Source: an optimization exercise on an open RTL-to-GDS flow (aim: small area, a short achievable clock period and few clock cycles per item). Production flows keep margins and buffers that such runs may drop.
Function was checked by simulation only, so behaviour that the tests miss may differ from the original.

==> inputs of job 2914 <==
## filigree_lane
module filigree_lane (
    input  wire        clk,
    input  wire        rst,
    input  wire        cfg_we,
    input  wire [7:0]  cfg_addr,
    input  wire [31:0] cfg_wdata,
    input  wire        in_valid,
    output wire        in_ready,
    input  wire [23:0] v0,
    input  wire [23:0] v1,
    input  wire [23:0] v2,
    input  wire [23:0] v3,
    output reg         out_valid,
    output reg  [23:0] y,
    output reg         sat,
    output reg         ovf
);
Settings: LEC_CHECK=0, ABC_AREA=1, CAP_MARGIN=20, CORE_MARGIN=2, CORE_UTILIZATION=30, SLEW_MARGIN=20; clock period 27.0 ns.
run.sh (not shown) runs the stock make flow with config.mk's settings and CLKGATE_MAP_FILE= SYNTH_SCRIPT=/design/flow/synth_recipe.tcl, a recipe that flattens the netlist after the stock synthesis.
==> job 7141: changes against job 2914 <==
--- a/flow/design.v
+++ b/flow/design.v
@@ -232,17 +232,14 @@
         if (rst) begin
             state     <= ST_IDLE;
             sec       <= 2'd0;
             bfull     <= 1'b0;
             xv        <= 1'b0;
             cpend     <= 1'b0;
             out_valid <= 1'b0;
-            y         <= 24'd0;
-            sat       <= 1'b0;
-            ovf       <= 1'b0;
             nsec      <= 3'd1;
             out_max   <= 24'sh7FFFFF;
             out_min   <= 24'sh800000;
             for (j = 0; j < 4; j = j + 1) begin
                 wgt[j]   <= (j == 0) ? 32'sh1000_0000 : 32'sd0;
                 cb0[j]   <= 32'sh1000_0000;
                 cb1[j]   <= 32'sd0;
@@ -303,72 +300,68 @@
                 vb2   <= v2;
                 vb3   <= v3;
                 bfull <= 1'b1;
                 xv    <= 1'b0;
             end
             state <= nstate;
             sec   <= nsec_i;
-            oc0   <= n_b0w ? wgt[3] : cb0[nsec_i];
-            oc1   <= n_wm ? wgt[2] : cb1[n_psec];
-            oc2   <= cb2[n_psec];
-            oa1   <= n_wm ? wgt[0] : ca1[n_psec];
-            oa2   <= n_wm ? wgt[1] : ca2[n_psec];
-            bsh0  <= n_b0w ? 5'd8 : (5'd8 - {sexp[nsec_i][3], sexp[nsec_i]});
-            bsh1  <= n_wm ? 5'd8 : (5'd8 - {sexp[n_psec][3], sexp[n_psec]});
-            bsh2  <= 5'd8 - {sexp[n_psec][3], sexp[n_psec]};
-            wm    <= n_wm;
-            b0w   <= n_b0w;
-            if (n_wm) begin
-                bq1 <= accept ? {{6{v2[23]}}, v2, 8'd0} : {{6{vb2[23]}}, vb2, 8'd0};
-            end else if (is_sec) begin
-                bq1 <= bd;
-                bq2 <= bd;
-            end
             case (state)
                 ST_WA: begin
                     xn <= xsum3;
-                    bd <= {{6{vb3[23]}}, vb3, 8'd0};
                 end
                 ST_WB: begin
-                    bd <= xsum;
                     if (!accept) bfull <= 1'b0;
                 end
                 ST_SEC: begin
                     if (sec == 2'd0) begin
                         if (bfull) begin
                             xn <= xsum3;
                             xv <= 1'b1;
                         end
-                        ovf_r <= acc_hi | acc_lo | y_hi | y_lo;
                     end else begin
                         p1[sec - 2'd1]  <= n1s;
                         p2[sec - 2'd1]  <= n2s;
                         cgt[sec - 2'd1] <= l_gt;
                         cne[sec - 2'd1] <= l_ne;
-                        ovf_r <= ovf_r | acc_hi | acc_lo | y_hi | y_lo | n_sat;
                     end
-                    ysec <= ysat;
-                    if (last)
-                        bd <= {{6{vb3[23]}}, vb3, 8'd0};    
-                    else
-                        bd <= {{6{ysat[23]}}, ysat, 8'd0};
                 end
                 ST_FIN: begin  
                     p1[sec]   <= n1s;
                     p2[sec]   <= n2s;
                     for (j = 0; j < 4; j = j + 1)
                         kp[j] <= keep[j];
                     cpend     <= 1'b1;
                     out_valid <= 1'b1;
-                    y         <= ylim;
-                    sat       <= lim_hi | lim_lo;
-                    ovf       <= ovf_r | n_sat;
                     if (bfull && xv) begin
-                        bd <= xsum;
                         if (!accept) bfull <= 1'b0;
                     end
                 end
                 default: ;
             endcase
         end
     end
+    always @(posedge clk) begin
+        oc0  <= n_b0w ? wgt[3] : cb0[nsec_i];
+        oc1  <= n_wm ? wgt[2] : cb1[n_psec];
+        oc2  <= cb2[n_psec];
+        oa1  <= n_wm ? wgt[0] : ca1[n_psec];
+        oa2  <= n_wm ? wgt[1] : ca2[n_psec];
+        bsh0 <= n_b0w ? 5'd8 : (5'd8 - {sexp[nsec_i][3], sexp[nsec_i]});
+        bsh1 <= n_wm ? 5'd8 : (5'd8 - {sexp[n_psec][3], sexp[n_psec]});
+        bsh2 <= 5'd8 - {sexp[n_psec][3], sexp[n_psec]};
+        wm   <= n_wm;
+        b0w  <= n_b0w;
+        bq1  <= n_wm ? (accept ? {{6{v2[23]}}, v2, 8'd0} : {{6{vb2[23]}}, vb2, 8'd0}) : bd;
+        bq2  <= bd;
+        if (is_wb || is_fin)
+            bd <= xsum;
+        else if (is_sec && !last)
+            bd <= {{6{ysat[23]}}, ysat, 8'd0};
+        else
+            bd <= {{6{vb3[23]}}, vb3, 8'd0};
+        ysec  <= ysat;
+        ovf_r <= (sec != 2'd0 && (ovf_r || n_sat)) || acc_hi || acc_lo || y_hi || y_lo;
+        y     <= ylim;
+        sat   <= lim_hi | lim_lo;
+        ovf   <= ovf_r | n_sat;
+    end
 endmodule
==> flow/flow/run.sh (new file) <==
#!/bin/bash
set -euo pipefail
export SETUP_SLACK_MARGIN=14
bash standard.sh > standard_flow.log 2>&1
==> flow/standard.sh (new file) <==
#!/bin/bash
# synth_recipe.tcl (not shown) runs the flow's synth.tcl, then flattens the netlist and writes it again
# the make line also repeats each setting of config.mk as NAME=value (left out here)
make -C /OpenROAD-flow-scripts/flow DESIGN_CONFIG=/design/flow/config.mk WORK_HOME=/design/flow/orfs CLKGATE_MAP_FILE= SYNTH_SCRIPT=/design/flow/synth_recipe.tcl "${@:-finish}"
removed: flow/run.sh
==> job 6766: changes against job 2914 <==
--- a/flow/design.v
+++ b/flow/design.v
@@ -232,17 +232,14 @@
         if (rst) begin
             state     <= ST_IDLE;
             sec       <= 2'd0;
             bfull     <= 1'b0;
             xv        <= 1'b0;
             cpend     <= 1'b0;
             out_valid <= 1'b0;
-            y         <= 24'd0;
-            sat       <= 1'b0;
-            ovf       <= 1'b0;
             nsec      <= 3'd1;
             out_max   <= 24'sh7FFFFF;
             out_min   <= 24'sh800000;
             for (j = 0; j < 4; j = j + 1) begin
                 wgt[j]   <= (j == 0) ? 32'sh1000_0000 : 32'sd0;
                 cb0[j]   <= 32'sh1000_0000;
                 cb1[j]   <= 32'sd0;
@@ -303,72 +300,68 @@
                 vb2   <= v2;
                 vb3   <= v3;
                 bfull <= 1'b1;
                 xv    <= 1'b0;
             end
             state <= nstate;
             sec   <= nsec_i;
-            oc0   <= n_b0w ? wgt[3] : cb0[nsec_i];
-            oc1   <= n_wm ? wgt[2] : cb1[n_psec];
-            oc2   <= cb2[n_psec];
-            oa1   <= n_wm ? wgt[0] : ca1[n_psec];
-            oa2   <= n_wm ? wgt[1] : ca2[n_psec];
-            bsh0  <= n_b0w ? 5'd8 : (5'd8 - {sexp[nsec_i][3], sexp[nsec_i]});
-            bsh1  <= n_wm ? 5'd8 : (5'd8 - {sexp[n_psec][3], sexp[n_psec]});
-            bsh2  <= 5'd8 - {sexp[n_psec][3], sexp[n_psec]};
-            wm    <= n_wm;
-            b0w   <= n_b0w;
-            if (n_wm) begin
-                bq1 <= accept ? {{6{v2[23]}}, v2, 8'd0} : {{6{vb2[23]}}, vb2, 8'd0};
-            end else if (is_sec) begin
-                bq1 <= bd;
-                bq2 <= bd;
-            end
             case (state)
                 ST_WA: begin
                     xn <= xsum3;
-                    bd <= {{6{vb3[23]}}, vb3, 8'd0};
                 end
                 ST_WB: begin
-                    bd <= xsum;
                     if (!accept) bfull <= 1'b0;
                 end
                 ST_SEC: begin
                     if (sec == 2'd0) begin
                         if (bfull) begin
                             xn <= xsum3;
                             xv <= 1'b1;
                         end
-                        ovf_r <= acc_hi | acc_lo | y_hi | y_lo;
                     end else begin
                         p1[sec - 2'd1]  <= n1s;
                         p2[sec - 2'd1]  <= n2s;
                         cgt[sec - 2'd1] <= l_gt;
                         cne[sec - 2'd1] <= l_ne;
-                        ovf_r <= ovf_r | acc_hi | acc_lo | y_hi | y_lo | n_sat;
                     end
-                    ysec <= ysat;
-                    if (last)
-                        bd <= {{6{vb3[23]}}, vb3, 8'd0};    
-                    else
-                        bd <= {{6{ysat[23]}}, ysat, 8'd0};
                 end
                 ST_FIN: begin  
                     p1[sec]   <= n1s;
                     p2[sec]   <= n2s;
                     for (j = 0; j < 4; j = j + 1)
                         kp[j] <= keep[j];
                     cpend     <= 1'b1;
                     out_valid <= 1'b1;
-                    y         <= ylim;
-                    sat       <= lim_hi | lim_lo;
-                    ovf       <= ovf_r | n_sat;
                     if (bfull && xv) begin
-                        bd <= xsum;
                         if (!accept) bfull <= 1'b0;
                     end
                 end
                 default: ;
             endcase
         end
     end
+    always @(posedge clk) begin
+        oc0  <= n_b0w ? wgt[3] : cb0[nsec_i];
+        oc1  <= n_wm ? wgt[2] : cb1[n_psec];
+        oc2  <= cb2[n_psec];
+        oa1  <= n_wm ? wgt[0] : ca1[n_psec];
+        oa2  <= n_wm ? wgt[1] : ca2[n_psec];
+        bsh0 <= n_b0w ? 5'd8 : (5'd8 - {sexp[nsec_i][3], sexp[nsec_i]});
+        bsh1 <= n_wm ? 5'd8 : (5'd8 - {sexp[n_psec][3], sexp[n_psec]});
+        bsh2 <= 5'd8 - {sexp[n_psec][3], sexp[n_psec]};
+        wm   <= n_wm;
+        b0w  <= n_b0w;
+        bq1  <= n_wm ? (accept ? {{6{v2[23]}}, v2, 8'd0} : {{6{vb2[23]}}, vb2, 8'd0}) : bd;
+        bq2  <= bd;
+        if (is_wb || is_fin)
+            bd <= xsum;
+        else if (is_sec && !last)
+            bd <= {{6{ysat[23]}}, ysat, 8'd0};
+        else
+            bd <= {{6{vb3[23]}}, vb3, 8'd0};
+        ysec  <= ysat;
+        ovf_r <= (sec != 2'd0 && (ovf_r || n_sat)) || acc_hi || acc_lo || y_hi || y_lo;
+        y     <= ylim;
+        sat   <= lim_hi | lim_lo;
+        ovf   <= ovf_r | n_sat;
+    end
 endmodule
==> flow/flow/run.sh (new file) <==
#!/bin/bash
set -euo pipefail
export SETUP_SLACK_MARGIN=12
bash standard.sh > standard_flow.log 2>&1
==> flow/standard.sh (new file) <==
#!/bin/bash
# synth_recipe.tcl (not shown) runs the flow's synth.tcl, then flattens the netlist and writes it again
# the make line also repeats each setting of config.mk as NAME=value (left out here)
make -C /OpenROAD-flow-scripts/flow DESIGN_CONFIG=/design/flow/config.mk WORK_HOME=/design/flow/orfs CLKGATE_MAP_FILE= SYNTH_SCRIPT=/design/flow/synth_recipe.tcl "${@:-finish}"
removed: flow/run.sh
==> comparison table <==
|  | job 6766 | job 2914 | job 7141 |
|---|---|---|---|
| Status | no timing/DRC/antenna violations | no timing/DRC/antenna violations | no timing/DRC/antenna violations |
| Critical Path RT | 27790 ps | 27500 ps | 27790 ps |
| Final period util | 53.9% | 62.0% | 47.2% |
| Maximum clock rate | 68.7 MHz | 59.8 MHz | 78.5 MHz |
| Crit-path max cell delay | 860 ps | 1040 ps | 940 ps |
| Antenna violations before repair | 93 | 107 | 90 |
| Met2 wire length | 460000 microns | 445000 microns | 463000 microns |
| Startpoint of the most critical setup path | sec[0] | wm | oc0[25] |
| Final non-clock buffer share | 2.86% | 2.84% | 4.63% |
| CTS resizes | 84 | 0 | 876 |
| Antenna diode count | 63 | 35 | 63 |
| Clock network area share | 2.83% | 2.51% | 2.72% |
| Worst setup path endpoint | bd[36] | p2[2][35] | bd[36] |
| Area used by sequential logic in the layout | 0.0523 sq mm | 0.0554 sq mm | 0.0524 sq mm |
| Critical path depth | 74 | 56 | 63 |
Testbench counts of job 2914, summed over its fixed seeds: cycles 13,904, items 3,840.
Testbench counts of job 7141, summed over its fixed seeds: cycles 13,904, items 3,840.
Testbench counts of job 6766, summed over its fixed seeds: cycles 13,904, items 3,840.

## afterwards: timing with drivers on the ports
How much do the figures lean on ideal ports? The routed layouts below were timed once more, with nothing changed but the port constraints. Step 1 (the two cells are an assumption about what drives the block):
set clk [get_ports {clk}]
set_driving_cell -lib_cell sky130_fd_sc_hd__clkbuf_16 $clk
set_driving_cell -lib_cell sky130_fd_sc_hd__buf_2 [delete_from_list [all_inputs] $clk]
Step 2 times the ports against the registers' clock, not the clock port: input delays grow and output delays shrink by t, the midpoint of the rising clock arrivals with the driver on. a / b / c = ideal ports / drivers / drivers and shift; a / b = the first two.
run | t (ns) | setup WS [ns] | slew at the worst register clock pin (ns)
job 2914 | 1.027 | 10.273 / 10.273 / 10.273 | 0.09 / 0.09
job 7141 | 1.066 | 14.260 / 14.260 / 14.260 | 0.09 / 0.09
job 6766 | 1.063 | 12.452 / 12.452 / 12.452 | 0.09 / 0.09
After both steps every run listed still meets setup and hold.
